From an optimization exercise on the open Yosys and OpenROAD flow, aimed at small area and a short achievable clock period; shortcuts taken in it are not production practice. Where RTL was checked, it was by simulation tests only, not by an equivalence proof against the original.

==> build 43 <==
## fpfma
module fpfma (
    input  wire        clk,
    input  wire [2:0]  op,
    input  wire [31:0] a,
    input  wire [31:0] b,
    input  wire [31:0] c,
    output reg  [31:0] result,
    output reg  [4:0]  flags
);
==> flow/config.mk <==
export PLATFORM = sky130hd
export DESIGN_NAME = fpfma
export DESIGN_NICKNAME = fpfma
export VERILOG_FILES = /design/flow/design.v
export SDC_FILE = /design/flow/constraint.sdc
export NUM_CORES = 4
export LEC_CHECK = 0
export ABC_AREA = 1
export CAP_MARGIN = 20
export CORE_MARGIN = 2
export CORE_UTILIZATION = 60
export SLEW_MARGIN = 20
==> flow/constraint.sdc <==
create_clock -name core_clock -period 26.0 [get_ports {clk}]
set_input_delay 5.2000 -clock core_clock [delete_from_list [all_inputs] [get_ports {clk}]]
set_output_delay 5.2000 -clock core_clock [all_outputs]
set_load 0.01 [all_outputs]
standard.sh (not shown) runs the stock make flow with config.mk's settings and CLKGATE_MAP_FILE= SYNTH_SCRIPT=/design/flow/synth_recipe.tcl, a recipe that flattens the netlist after the stock synthesis.
==> flow/flow/run.sh <==
#!/bin/bash
# The standard layout (the standard.sh: its synthesis, floorplan, power
# grid and constraints unchanged), with repair_timing asked to keep a larger
# setup margin, so that it sizes up the datapath beyond what the 26 ns clock
# asks for. The whole make output goes to standard_flow.log.
set -o pipefail
bash standard.sh SETUP_SLACK_MARGIN=8 finish > standard_flow.log 2>&1
==> build 85: changes against build 43 <==
==> flow/flow/run.sh (replaced) <==
#!/bin/bash
# The standard layout (the standard.sh: its synthesis, floorplan, power
# grid and constraints unchanged) with two changes to how it optimises:
#  - repair_timing is asked to keep a larger setup margin, so that it sizes
#    up the datapath beyond what the 26 ns clock asks for;
#  - every input and output port still gets its own buffer, but a buf_4
#    instead of the delay buffer buffer_ports picks by default.
# The whole make output goes to standard_flow.log.
set -o pipefail
bash standard.sh "BUFFER_PORTS_ARGS=-buffer_cell sky130_fd_sc_hd__buf_4" SETUP_SLACK_MARGIN=8 finish > standard_flow.log 2>&1
==> comparison table <==
metric                                                                build 85               build 43
Result of the run                                     timing/DRC/antenna clean  timing/DRC/antenna clean
Routed wl met2                                                        56250 um               55070 um
Crit path buf inv count                                                     12                      9
Capture endpoint of the worst hold path                       flags[0]$_DFF_P_  result[31]$_SDFF_PP0_
Share of post-route cells with drive strength above 1                   9.130%                 7.333%
Number of global-route vias before repair                                33630                  33360
Slew Limit Headroom                                                     21.00%                 19.56%
Half-perimeter wire length of the detailed placement result          106400 um              104400 um
Area growth from synthesis to final layout                              5.333%                 7.645%
Share of final layout cell area taken by non-clock buffers              4.279%                 5.895%
Final std cell area, no fill                                         35120 um2              35890 um2
Filler Cell Count                                                         5392                   5241
Count of vias placed by the detailed router                              37080                  37310
Worst hold start                                                         b[22]                  a[31]
Actual slew at the worst max-slew pin                                 1.173 ns               1.194 ns
Fraction of area in registers                                           2.052%                 2.008%
Maximum number of pins on one net before global-route repair                66                     72
Maximum cell stage delay along the critical path                       0.60 ns                0.57 ns
Function was not checked in any run of this note: the RTL went through the layout flow alone.

==> inputs of 10-01 <==
fpfma, a different RTL version from the one above (not shown whole).
clock: 26.0 ns
lec_check: 0
abc_area: 1
cap_margin: 20
core_margin: 2
core_utilization: 60
slew_margin: 20
run.sh (not shown) runs the stock make flow with config.mk's settings and CLKGATE_MAP_FILE= SYNTH_SCRIPT=/design/flow/synth_recipe.tcl, a recipe that flattens the netlist after the stock synthesis.
Stock flow here: none of the scripts above is used.
==> inputs of 02-04, as changes to 10-01 <==
==> flow/flow/run.sh (new file) <==
#!/bin/bash
# The standard layout (the standard.sh: its synthesis, floorplan, power
# grid and constraints unchanged) with two changes to how it optimises:
#  - repair_timing is asked to keep a larger setup margin, so that it sizes
#    up the datapath beyond what the 26 ns clock asks for;
#  - every input and output port still gets its own buffer, but a buf_4
#    instead of the delay buffer buffer_ports picks by default.
# The whole make output goes to standard_flow.log.
set -o pipefail
bash standard.sh "BUFFER_PORTS_ARGS=-buffer_cell sky130_fd_sc_hd__buf_4" SETUP_SLACK_MARGIN=9 finish > standard_flow.log 2>&1
==> flow/standard.sh (new file) <==
#!/bin/bash
# synth_recipe.tcl (not shown) runs the flow's synth.tcl, then flattens the netlist and writes it again
# the make line also repeats each setting of config.mk as NAME=value (left out here)
make -C /OpenROAD-flow-scripts/flow DESIGN_CONFIG=/design/flow/config.mk WORK_HOME=/design/flow/orfs CLKGATE_MAP_FILE= SYNTH_SCRIPT=/design/flow/synth_recipe.tcl "${@:-finish}"
removed: flow/run.sh
==> out/metrics.cfg <==
[setup_path]
cp_max_fo=32
crit_arrival_ns=16.92

[detailed_routing]
dr.pass1.iters=9

[timing]
rsz0062_at_grt=yes
worst_pin_slew_ns=1.17

[finish]
buffers=313
mostFrequentLayoutCells=1028 x nand2_1, 607 x inv_1, 447 x nand3_1
layout.nets=5554

[clock_network]
post_cts_resized=67

[outcome]
status=timing/DRC/antenna clean

[placement]
hpwlAfterDp_um=99000

the above is filed under 02-04

==> out/metrics.cfg <==
[timing]
rsz0062_at_grt=no

[finish]
layout.nets=5437
mostFrequentLayoutCells=1059 x nand2_1, 614 x inv_1, 471 x nand3_1

[outcome]
status=timing/DRC/antenna clean

[setup_path]
crit_arrival_ns=20.64

[placement]
hpwlAfterDp_um=96800

[clock_network]
post_cts_resized=0

the above is filed under 10-01


==> inputs of trial 97 <==
fpfma, a different RTL version from the one above (not shown whole).
export LEC_CHECK = 0
export ABC_AREA = 1
export CAP_MARGIN = 20
export CORE_MARGIN = 2
export CORE_UTILIZATION = 40
export SLEW_MARGIN = 20
create_clock -name core_clock -period 26.0 [get_ports {clk}]
Stock flow here: none of the scripts above is used.
==> trial 23 (differences from trial 97) <==
--- a/flow/design.v
+++ b/flow/design.v
@@ -38,32 +38,29 @@
                   | (z_emax & z_fnz & ~fz[22]);
     wire sp     = sx ^ sy;
     wire sub    = sp ^ sz;
     wire p_zero = x_zero | y_zero;
     wire [23:0] mx = {~x_zero, fx};
     wire [23:0] my = {~y_zero, fy};
     wire [23:0] mz = {1'b1, fz};
-    wire signed [10:0] sh_add = $signed({3'd0, a[30:23]}) - $signed({3'd0, b[30:23]}) + 11'sd27;
-    wire signed [10:0] sh_oth = $signed({3'd0, a[30:23]}) + $signed({3'd0, b[30:23]})
-                              - $signed({3'd0, c[30:23]}) - 11'sd100;
-    wire signed [10:0] sh_raw = is_add ? sh_add : sh_oth;
+    wire signed [10:0] sh_raw = $signed({3'd0, ex}) + $signed({3'd0, ey})
+                              - $signed({3'd0, ez}) - 11'sd100;
     wire zbase = ~z_zero & sh_raw[10];
     wire zfar  = z_zero | (~sh_raw[10] & (sh_raw > 11'sd74));
-    wire zmid  = ~zbase & ~zfar;
-    wire [98:0] zsh  = {mz, 75'd0} >> sh_raw[6:0];
+    wire [6:0] sh = zbase ? 7'd0 : (zfar ? 7'd75 : sh_raw[6:0]);
+    wire [98:0] zsh  = {mz, 75'd0} >> sh;
     reg  [4:0] ztz;
     integer t;
     always @(*) begin
         ztz = 5'd23;
         for (t = 22; t >= 0; t = t - 1)
             if (fz[t]) ztz = t[4:0];
     end
-    wire zstk = zfar ? ~z_zero : (zmid & ({1'b0, sh_raw[6:0]} >= ({3'b0, ztz} + 8'd51)));
-    wire [74:1] zhi = ({74{zmid}} & zsh[98:25]) | ({74{zbase}} & {mz, 50'd0});
-    wire [74:0] zal = {zhi, zstk};
+    wire zstk = ~z_zero & ({1'b0, sh} >= ({3'b0, ztz} + 8'd51));
+    wire [74:0] zal = {zsh[98:25], zstk};
   wire pp_0_0 = mx[0] & my[0];
   wire pp_0_1 = mx[1] & my[0];
   wire pp_0_2 = mx[2] & my[0];
   wire pp_0_3 = mx[3] & my[0];
   wire pp_0_4 = mx[4] & my[0];
   wire pp_0_5 = mx[5] & my[0];
   wire pp_0_6 = mx[6] & my[0];
@@ -3085,27 +3082,19 @@
   assign nrm1931[73] = lz[0] ? nrm1929[72] : nrm1929[73];
   assign nrm1931[74] = lz[0] ? nrm1929[73] : nrm1929[74];
   wire stk1932 = (~lz[0] & nrm1929[49]);
   wire [23:0] mant = nrm1931[74:51];
   wire rbit = nrm1931[50];
   wire sticky = stk1922 | stk1924 | stk1926 | stk1928 | stk1930 | stk1932;
     wire        rinc   = rbit & (sticky | mant[0]);
-    wire [23:0] ones;    
-    assign ones[0] = 1'b1;
-    genvar q;
-    generate for (q = 1; q < 24; q = q + 1) begin : g_ones
-        assign ones[q] = &mant[q - 1:0];
-    end endgenerate
-    wire [23:0] mant_r = mant ^ ({24{rinc}} & ones);
-    wire        mcarry = rinc & ones[23] & mant[23];
+    wire [24:0] mant_r = {1'b0, mant} + {24'd0, rinc};
     wire signed [10:0] ebase = zbase ? $signed({3'd0, ez})
                                      : ($signed({3'd0, ex}) + $signed({3'd0, ey}) - 11'sd100);
-    wire signed [10:0] exp_n  = ebase - $signed({4'd0, lz});
-    wire signed [10:0] exp_n1 = ebase + 11'sd1 - $signed({4'd0, lz});
-    wire signed [10:0] exp_r  = mcarry ? exp_n1 : exp_n;
+    wire signed [10:0] exp_n = ebase - $signed({4'd0, lz});
+    wire signed [10:0] exp_r = exp_n + $signed({10'd0, mant_r[24]});
     wire inexact = rbit | sticky;
     reg [31:0] res;
     reg [4:0]  flg;
     always @(*) begin
         res = 32'h7FC0_0000;
         flg = 5'd0;
         if (any_nan) begin
- ABC_AREA: 1 -> unset
==> flow_summary.json <==
{
  "cp_num_cells": 79,
  "grt_max_degree": 161,
  "min_path_cells": 3,
  "grtUsageMet3": 0.06994,
  "clk_share": 0.003673,
  "met2_usage": 0.5278,
  "wl_met3_mm": 17.59,
  "status": "complete, no violations",
  "met2_length_mm": 65.52,
  "fin_area_um2": 36450,
  "fmax_mhz": 40.70,
  "crit_buf_inv": 11
}
[end of results for trial 23]
==> flow_summary.json <==
{
  "vias_per_cell": 5.593,
  "met2_usage": 0.5115,
  "clk_share": 0.004744,
  "grt_max_degree": 64,
  "grtUsageMet3": 0.04689,
  "min_path_cells": 4,
  "crit_buf_inv": 17,
  "cp_num_cells": 66,
  "status": "complete, no violations",
  "fmax_mhz": 45.57
}
[end of results for trial 97]

re-timing with driven ports:
The flow's constraints put no driver on any port. The routed layouts listed below were extracted and timed again, unchanged, in two steps.
Step 1 sets driving cells, clkbuf_16 on the clock port and buf_2 on the other inputs (assumed; they add their load-dependent delay and slew).
Step 2 adds t to the input delays and takes it off the output delays; t is the mean of the earliest and latest rising clock arrival at the registers after step 1. Input paths then give back, and output paths get back, about the clock's delay inside the block.
Slacks: ideal / step 1 / step 2; pairs: ideal / step 1.
| run | t, ns | slack for setup (ns) | clock arrival spread, ns |
|---|---|---|---|
| build 43 | 0.311 | 8.329 / 8.338 / 8.027 | 0.006 / 0.006 |
| build 85 | 0.311 | 8.563 / 8.572 / 8.260 | 0.008 / 0.007 |
| 10-01 | 0.312 | 5.489 / 5.479 / 5.167 | 0.008 / 0.008 |
| 02-04 | 0.316 | 9.224 / 9.212 / 8.896 | 0.008 / 0.008 |
| trial 97 | 0.315 | 4.057 / 4.065 / 3.751 | 0.005 / 0.005 |
| trial 23 | 0.303 | 1.430 / 1.436 / 1.133 | 0.007 / 0.007 |
After both steps setup and hold are still met in every run listed. The setup slack of 02-04, which loses most, moves by -0.012 ns with the drivers and by -0.328 ns with both steps.
